This is an optimization exercise on Yosys and OpenROAD, whose aim is small area, a short achievable clock period and few clock cycles per item, not a production implementation.
Only simulation tests tie the RTL to the original design; equivalence was not proved.

$ cat flow/config.mk
export PLATFORM = sky130hd
export DESIGN_NAME = loop_slot
export DESIGN_NICKNAME = loop_slot
export VERILOG_FILES = /design/flow/design.v
export SDC_FILE = /design/flow/constraint.sdc
export NUM_CORES = 4
export LEC_CHECK = 0
export CAP_MARGIN = 20
export CORE_MARGIN = 2
export CORE_UTILIZATION = 25
export GPL_ROUTABILITY_DRIVEN = 1
export PLACE_DENSITY = 0.45
export SLEW_MARGIN = 20
$ cat flow/constraint.sdc
create_clock -name core_clock -period 32.0 [get_ports {clk}]
set_input_delay 6.4000 -clock core_clock [delete_from_list [all_inputs] [get_ports {clk}]]
set_output_delay 6.4000 -clock core_clock [all_outputs]
set_load 0.01 [all_outputs]
$ cat flow/design.v
module loop_slot (
    input  wire          clk,
    input  wire          rst,           
    input  wire          start,         
    output wire          ready,
    output reg           done,          
    input  wire [31:0]   rt,            
    input  wire [31:0]   fb,            
    input  wire [31:0]   ff,            
    input  wire [31:0]   inj,           
    input  wire [1:0]    inj_point,     
    input  wire [31:0]   rise,          
    input  wire [31:0]   fall,
    input  wire [1:0]    nsec,          
    input  wire          s0_biquad,     
    input  wire          bank,          
    input  wire          bumpless,
    input  wire          freeze,
    input  wire [703:0]  bank0,
    input  wire [703:0]  bank1,
    output reg  [31:0]   y,
    output reg           st_slew,
    output reg           st_ihi,
    output reg           st_ilo,
    output reg           st_ohi,
    output reg           st_olo
);
    localparam [2:0] S_IDLE = 3'd0,
                     S_PREP = 3'd1,
                     S_TERM = 3'd2,
                     S_FIN  = 3'd3,
                     S_OUT  = 3'd4;
    localparam signed [63:0] MAX32 = 64'sd2147483647;
    localparam signed [63:0] MIN32 = -64'sd2147483648;
    function [31:0] sat32;
        input signed [63:0] v;
        begin
            if (v > MAX32)      sat32 = 32'h7fffffff;
            else if (v < MIN32) sat32 = 32'h80000000;
            else                sat32 = v[31:0];
        end
    endfunction
    function [31:0] word_of;
        input [703:0] b;
        input [4:0]   k;
        begin
            word_of = b[k*32 +: 32];
        end
    endfunction
    reg [2:0]          state;
    reg [1:0]          sec;           
    reg [2:0]          tix;           
    reg                bump;          
    reg                old_bank;      
    reg                from_bank;     
    reg                have_bank;     
    reg                first;         
    reg                old_ohi, old_olo;
    reg signed [31:0]  r;             
    reg signed [31:0]  integ;         
    reg signed [31:0]  e1;            
    reg signed [33:0]  v_prev;        
    reg signed [31:0]  e_r;           
    reg signed [31:0]  dd_r;          
    reg signed [31:0]  xin;           
    reg signed [63:0]  acc;
    reg signed [63:0]  p_r;
    reg signed [63:0]  d_r;
    reg signed [31:0]  x1 [0:3];
    reg signed [31:0]  x2 [0:3];
    reg signed [31:0]  y1 [0:3];
    reg signed [31:0]  y2 [0:3];
    assign ready = (state == S_IDLE);
    wire is_pid = ~s0_biquad & (sec == 2'd0);
    reg        c_bank;
    reg [2:0]  c_word;                
    reg signed [31:0] opnd;
    always @(*) begin
        c_bank = bank;
        c_word = tix;
        opnd   = xin;
        if (is_pid) begin
            case (tix)
                3'd0: begin c_word = 3'd0; opnd = e_r;  end
                3'd1: begin c_word = 3'd2; opnd = dd_r; end
                3'd2: begin c_word = 3'd1; opnd = e_r;  end
                3'd3: begin c_word = 3'd0; opnd = e_r;  end
                default: begin c_word = 3'd2; opnd = dd_r; end
            endcase
            if (bump && tix < 3'd3) c_bank = from_bank;
        end else begin
            case (tix)
                3'd0: opnd = xin;
                3'd1: opnd = x1[sec];
                3'd2: opnd = x2[sec];
                3'd3: opnd = y1[sec];
                default: opnd = y2[sec];
            endcase
        end
    end
    wire [4:0]  c_idx  = sec * 5 + c_word;
    wire [31:0] c_word_val = c_bank ? word_of(bank1, c_idx) : word_of(bank0, c_idx);
    wire signed [23:0] t_m = c_word_val[23:0];
    wire [4:0]         t_s = c_word_val[28:24];
    wire signed [55:0] t_p = t_m * opnd;
    wire signed [63:0] t_p64 = t_p;
    wire signed [63:0] t_rnd = (t_s == 5'd0) ? t_p64 : (t_p64 + (64'sd1 <<< (t_s - 5'd1)));
    wire signed [63:0] term = t_rnd >>> t_s;
    wire [703:0] bk_new = bank ? bank1 : bank0;
    wire [703:0] bk_old = from_bank ? bank1 : bank0;
    wire signed [31:0] imin_new = word_of(bk_new, 5'd3);
    wire signed [31:0] imax_new = word_of(bk_new, 5'd4);
    wire signed [31:0] imin_old = word_of(bk_old, 5'd3);
    wire signed [31:0] imax_old = word_of(bk_old, 5'd4);
    wire signed [31:0] omin     = word_of(bk_new, 5'd20);
    wire signed [31:0] omax     = word_of(bk_new, 5'd21);
    wire swap = have_bank & (bank != old_bank);
    wire bump_now = swap & ~s0_biquad & bumpless & ~freeze;
    wire signed [31:0] r_base = first ? $signed(fb) : r;
    wire signed [33:0] slew_d = $signed(rt) - r_base;
    wire signed [33:0] rise_s = {2'b00, rise};
    wire signed [33:0] fall_s = {2'b00, fall};
    reg  signed [31:0] r_next;
    reg                slew_next;
    always @(*) begin
        if (rise != 32'd0 && slew_d > rise_s) begin
            r_next = r_base + rise;
            slew_next = 1'b1;
        end else if (fall != 32'd0 && slew_d < -fall_s) begin
            r_next = r_base - fall;
            slew_next = 1'b1;
        end else begin
            r_next = rt;
            slew_next = 1'b0;
        end
    end
    wire signed [31:0] inj_s  = inj;
    wire signed [31:0] inj_sp  = (inj_point == 2'd1) ? inj_s : 32'sd0;
    wire signed [31:0] inj_err = (inj_point == 2'd2) ? inj_s : 32'sd0;
    wire signed [31:0] inj_out = (inj_point == 2'd3) ? inj_s : 32'sd0;
    wire signed [63:0] rs_sum = r_next + inj_sp;
    wire signed [31:0] rs     = sat32(rs_sum);
    wire signed [63:0] er_sum = rs - $signed(fb);
    wire signed [31:0] e_raw  = sat32(er_sum);
    wire signed [63:0] e_sum  = e_raw + inj_err;
    wire signed [31:0] e_now  = sat32(e_sum);
    wire signed [63:0] dd_sum = e_now - e1;
    wire signed [31:0] dd_now = first ? 32'sd0 : sat32(dd_sum);
    wire signed [31:0] i_rc = (integ < imin_new) ? imin_new :
                              (integ > imax_new) ? imax_new : integ;
    wire signed [63:0] g_gate = ((old_ohi && term > 0) || (old_olo && term < 0)) ? 64'sd0 : term;
    wire signed [63:0] io_sum = integ + g_gate;
    wire signed [63:0] io_clamp = (io_sum < imin_old) ? imin_old :
                                  (io_sum > imax_old) ? imax_old : io_sum;
    wire signed [63:0] g_new  = ((st_ohi && acc > 0) || (st_olo && acc < 0)) ? 64'sd0 : acc;
    wire signed [63:0] i_sum  = bump ? (acc - p_r - d_r) : (integ + g_new);
    wire signed [31:0] i_next = (i_sum < imin_new) ? imin_new :
                                (i_sum > imax_new) ? imax_new : i_sum[31:0];
    wire signed [63:0] pid_sum = p_r + i_next + d_r;
    wire signed [33:0] v_now = xin + $signed(ff) + inj_out;
    wire signed [31:0] y_now = (v_now < omin) ? omin :
                               (v_now > omax) ? omax : v_now[31:0];
    wire [2:0] last_tix = (is_pid && !bump) ? 3'd2 : 3'd4;
    integer k;
    always @(posedge clk) begin
        if (rst) begin
            state     <= S_IDLE;
            done      <= 1'b0;
            sec       <= 2'd0;
            tix       <= 3'd0;
            bump      <= 1'b0;
            old_bank  <= 1'b0;
            from_bank <= 1'b0;
            have_bank <= 1'b0;
            first     <= 1'b1;
            old_ohi   <= 1'b0;
            old_olo   <= 1'b0;
            r         <= 32'sd0;
            integ     <= 32'sd0;
            e1        <= 32'sd0;
            v_prev    <= 34'sd0;
            e_r       <= 32'sd0;
            dd_r      <= 32'sd0;
            xin       <= 32'sd0;
            acc       <= 64'sd0;
            p_r       <= 64'sd0;
            d_r       <= 64'sd0;
            y         <= 32'd0;
            st_slew   <= 1'b0;
            st_ihi    <= 1'b0;
            st_ilo    <= 1'b0;
            st_ohi    <= 1'b0;
            st_olo    <= 1'b0;
            for (k = 0; k < 4; k = k + 1) begin
                x1[k] <= 32'sd0;
                x2[k] <= 32'sd0;
                y1[k] <= 32'sd0;
                y2[k] <= 32'sd0;
            end
        end else begin
            done <= 1'b0;
            case (state)
                S_IDLE: begin
                    if (start) state <= S_PREP;
                end
                S_PREP: begin
                    old_ohi <= st_ohi;
                    old_olo <= st_olo;
                    if (swap) begin
                        st_ohi <= (v_prev > omax);
                        st_olo <= (v_prev < omin);
                        if (!s0_biquad && !bump_now) begin
                            integ  <= i_rc;
                            st_ihi <= (i_rc == imax_new);
                            st_ilo <= (i_rc == imin_new);
                        end
                    end
                    old_bank  <= bank;
                    from_bank <= old_bank;
                    have_bank <= 1'b1;
                    bump      <= bump_now;
                    if (freeze) begin
                        state <= S_IDLE;
                        done  <= 1'b1;
                    end else begin
                        r       <= r_next;
                        st_slew <= slew_next;
                        e_r     <= e_now;
                        dd_r    <= dd_now;
                        xin     <= e_now;
                        sec     <= 2'd0;
                        tix     <= 3'd0;
                        state   <= S_TERM;
                    end
                end
                S_TERM: begin
                    if (is_pid) begin
                        case (tix)
                            3'd0: begin
                                if (bump) acc <= term;
                                else      p_r <= term;
                            end
                            3'd1: begin
                                if (bump) acc <= acc + term;
                                else      d_r <= term;
                            end
                            3'd2: begin
                                if (bump) acc <= acc + io_clamp;
                                else      acc <= term;
                            end
                            3'd3: p_r <= term;
                            default: d_r <= term;
                        endcase
                    end else begin
                        if (tix == 3'd0) acc <= term;
                        else             acc <= acc + term;
                    end
                    if (tix == last_tix) begin
                        tix   <= 3'd0;
                        state <= S_FIN;
                    end else begin
                        tix <= tix + 3'd1;
                    end
                end
                S_FIN: begin
                    if (is_pid) begin
                        integ  <= i_next;
                        st_ihi <= (i_next == imax_new);
                        st_ilo <= (i_next == imin_new);
                        e1     <= e_r;
                        xin    <= sat32(pid_sum);
                    end else begin
                        x2[sec] <= x1[sec];
                        x1[sec] <= xin;
                        y2[sec] <= y1[sec];
                        y1[sec] <= sat32(acc);
                        xin     <= sat32(acc);
                    end
                    if (sec == nsec) begin
                        state <= S_OUT;
                    end else begin
                        sec   <= sec + 2'd1;
                        state <= S_TERM;
                    end
                end
                S_OUT: begin
                    y      <= y_now;
                    st_ohi <= (v_now > omax);
                    st_olo <= (v_now < omin);
                    v_prev <= v_now;
                    first  <= 1'b0;
                    done   <= 1'b1;
                    state  <= S_IDLE;
                end
                default: state <= S_IDLE;
            endcase
        end
    end
endmodule
$ cat flow/run.sh
#!/bin/bash
# synth_recipe.tcl (not shown) runs the flow's synth.tcl, then flattens the netlist and writes it again
# the make line also repeats each setting of config.mk as NAME=value (left out here)
make -C /OpenROAD-flow-scripts/flow DESIGN_CONFIG=/design/flow/config.mk WORK_HOME=/design/flow/orfs CLKGATE_MAP_FILE= SYNTH_SCRIPT=/design/flow/synth_recipe.tcl finish
==> results.sh <==
export IMPL_status="no timing/DRC/antenna violations"
export IMPL_setup_viol=0
export IMPL_ys_types=125
export IMPL_crit_path_end_kind="register"
export IMPL_hpwlAfterDp_um=888000
export IMPL_timing_critical_path_mode_cell="buf_4"
export IMPL_instances_no_fill=28800
export IMPL_cts_root_buf="clkbuf_16"
export IMPL_clock_skew_ps=62.8
export IMPL_synth_cells=17200
export IMPL_max_stage_delay_ps=580
export IMPL_synthXorXnorAreaFrac=0.0415
export IMPL_cts_made_buffers=137
export IMPL_synth_top_family_by_area="adder cells"
export IMPL_fp_dieArea_um2=590000
export IMPL_drive_above_1_share=0.177
export IMPL_synth_seq_cells=985
export IMPL_yosys_area_share_simple=0.186
export IMPL_clk_latency_ps=890
export IMPL_crit_type="input pin to register"
export IMPL_wl_per_cell_um=36.0
export IMPL_startpoint_type="input pin"
export IMPL_worst_pin_slew_ps=1220
export IMPL_vias=157000
export IMPL_grt_max_degree=119
export IMPL_ant_nets=0
export IMPL_synth_fp_nets=21100
export IMPL_cts_tree="yes"
export IMPL_numPortBuffers=1541
export IMPL_h_tree_depth=4
export IMPL_grt_overflow=0
export IMPL_fmax_mhz=32.0
export IMPL_grt_pass1_wl_um=1350000
export IMPL_cts_buffer_depth=4
export IMPL_drt_iter0_drc=20200
export IMPL_via_per_inst=5.45
export IMPL_hp_start="p_r[46]"
export IMPL_place_ws_ps=-1680
export IMPL_die_y_um=768
export IMPL_die_w_um=768
export IMPL_worst_slack_ps=776
export IMPL_finalHoldViolations=0
export IMPL_layout_commonest_cell="buf_4"
export IMPL_synth_edf_count=512
export IMPL_mostFrequentLayoutCells="buf_4, clkdlybuf4s50_1, nand2_1, inv_1, nor2_1"
export IMPL_hp_class="register to register"
export IMPL_worstPathRequired_ps=32750
export IMPL_first_pass_iters=8
export IMPL_grt_pass1_vias=146000
export IMPL_fillCellCount=61600
export IMPL_initial_core_util=0.251
export IMPL_netlist_area_um2=146000
export IMPL_ys_flop_type="edfxtp_1"
export IMPL_pin_count=1650
export IMPL_synthAdderAreaFrac=0.249
export IMPL_syn2layout_area_growth_pct=33.6
export IMPL_period_needed_ps=31220
export IMPL_utilization=0.335
export IMPL_grt_usage=0.338
export IMPL_reg2reg_from="tix[1]"
export IMPL_row_count=280
export IMPL_slowest_stage="fa_1"
export IMPL_synthMuxAreaShare=0.105
export IMPL_placed_cells=27900
export IMPL_crit_fanout=8
export IMPL_startpoint="s0_biquad"
export IMPL_synth_compound_area_share=0.187
export IMPL_drv_slew=0
export IMPL_ys_seq_area_frac=0.170
export IMPL_syn_avg_cell_area_um2=8.51
export IMPL_path_clk_slew_ps=60
export IMPL_yosys_warnings=1
export IMPL_fin_crit_sh=0.976
export IMPL_nets=24300
export IMPL_routed_wl_um=1040000
export IMPL_place_congestion=1.05
export IMPL_max_slew_margin_rel=0.180
export IMPL_cts_sinks=985
export IMPL_max_cap_violations=0
export IMPL_tns_ps=0
export IMPL_async_reset_ff_frac=0
export IMPL_antenna_found_initial=525
export IMPL_drc=0
export IMPL_core_um2=582000
export IMPL_critPathArrivalTime_ps=31970
## state kept, by name, summed over array words and instances (netlist names), 34 cells and up, named ones only
register,cells
acc,64
d_r,64
p_r,64
v_prev,34
x1,128
x2,128
y1,128
y2,128
## final cells by class
cell class,instances,area [µm²],area share
timing repair buffer,3967,35100,0.180
multi-input combinational,13800,114000,0.582
clock buffer,178,3780,0.0194
inverter,1485,5580,0.0286
sequential,985,24900,0.128
antenna,633,1580,0.00812
tap,7755,9700,0.0498
clock inverter,65,815,0.00418
## worst paths after layout
path	slack [ps]	end	cells past startpoint
worst max-delay path	780	acc[62]	124
worst min-delay path	450	p_r[46]	2
worst max register to register	4720	acc[62]	124
worst min register to register	450	p_r[46]	2
## metal layers
metal	GRT usage	vias up	wire length, µm
met5	0	-	1520
met4	0.221	194	78500
met3	0.104	1702	113000
met2	0.483	8497	423000
met1	0.438	78500	422000
li1	-	68400	-
## stage by stage
stage                     hold WS, ps  cell area (µm²)
after CTS                         453           192000
after global routing              466           194000
after detailed placement          445           188000
after global placement            441           188000
final                             452           195000
after floorplan                   432           146000
## timing repair
item / in CTS / in global routing
pin swaps: 1 / 39
gates cloned: 0 / 2
endpoints found under the hold margin: 0 / 0
hold buffers: 0 / 0
setup buffers: 1 / 20
resized for setup: 12 / 185
setup endpoints to repair: 18 / 61
## critical path, delay by kind of cell
kind	cells	cell delay, ps
AOI/OAI and AO/OA	43	8420
xor gates and xnor gates	5	960
adders and majority gates	15	5990
buffers and inverters	35	5580
muxes	5	1500
and+or+nand+nor	21	2960
## synth_stat cells, types with 440 or more instances
cell type     n  area (µm²)
a21oi_1    1288        6450
and2_1      541        3380
clkbuf_1    732        2750
dfxtp_1     473        9470
edfxtp_1    512       15400
fa_1        956       19100
ha_1       1359       17000
inv_1      1482        5560
mux2i_1     440        4400
nand2_1    1537        5770
nor2_1     1481        5560
o21ai_0     700        3500
## cell families after synthesis
family / Yosys count
mux: 974
fa+ha+maj: 2330
buf+inv: 2405
simple gates: 5610
flops: 985
xor+xnor: 687
compound gates: 4161
Testbench counts, summed over its fixed seeds: cycles 46,426, items 3,200.

==> static timing again, ports no longer ideal <==
How much do the figures lean on ideal ports? The routed layout below was timed once more, with nothing changed but the port constraints.
Step 1 assumes that a clkbuf_16 drives the clock port and a buf_2 every other input.
Step 2 moves the port delays by t, midway between the first and last clock arrival at a register: inputs arrive t later, outputs are due t later. That takes back most of the time a late clock gives input paths.
Three values: ideal, step 1, step 2; two values: the first two.
t (ns): 0.969
setup WS [ns]: 0.776 / 0.483 / -0.486
worst setup path at the end: input to register
latest minus earliest clock arrival (ns): 0.067 / 0.067
worst data-port slew with drivers (ns): 0.86
With both steps, setup timing fails in this run, where it was met with ideal ports. The setup slack of this run moves by -0.293 ns with the drivers and by -1.262 ns with both steps.
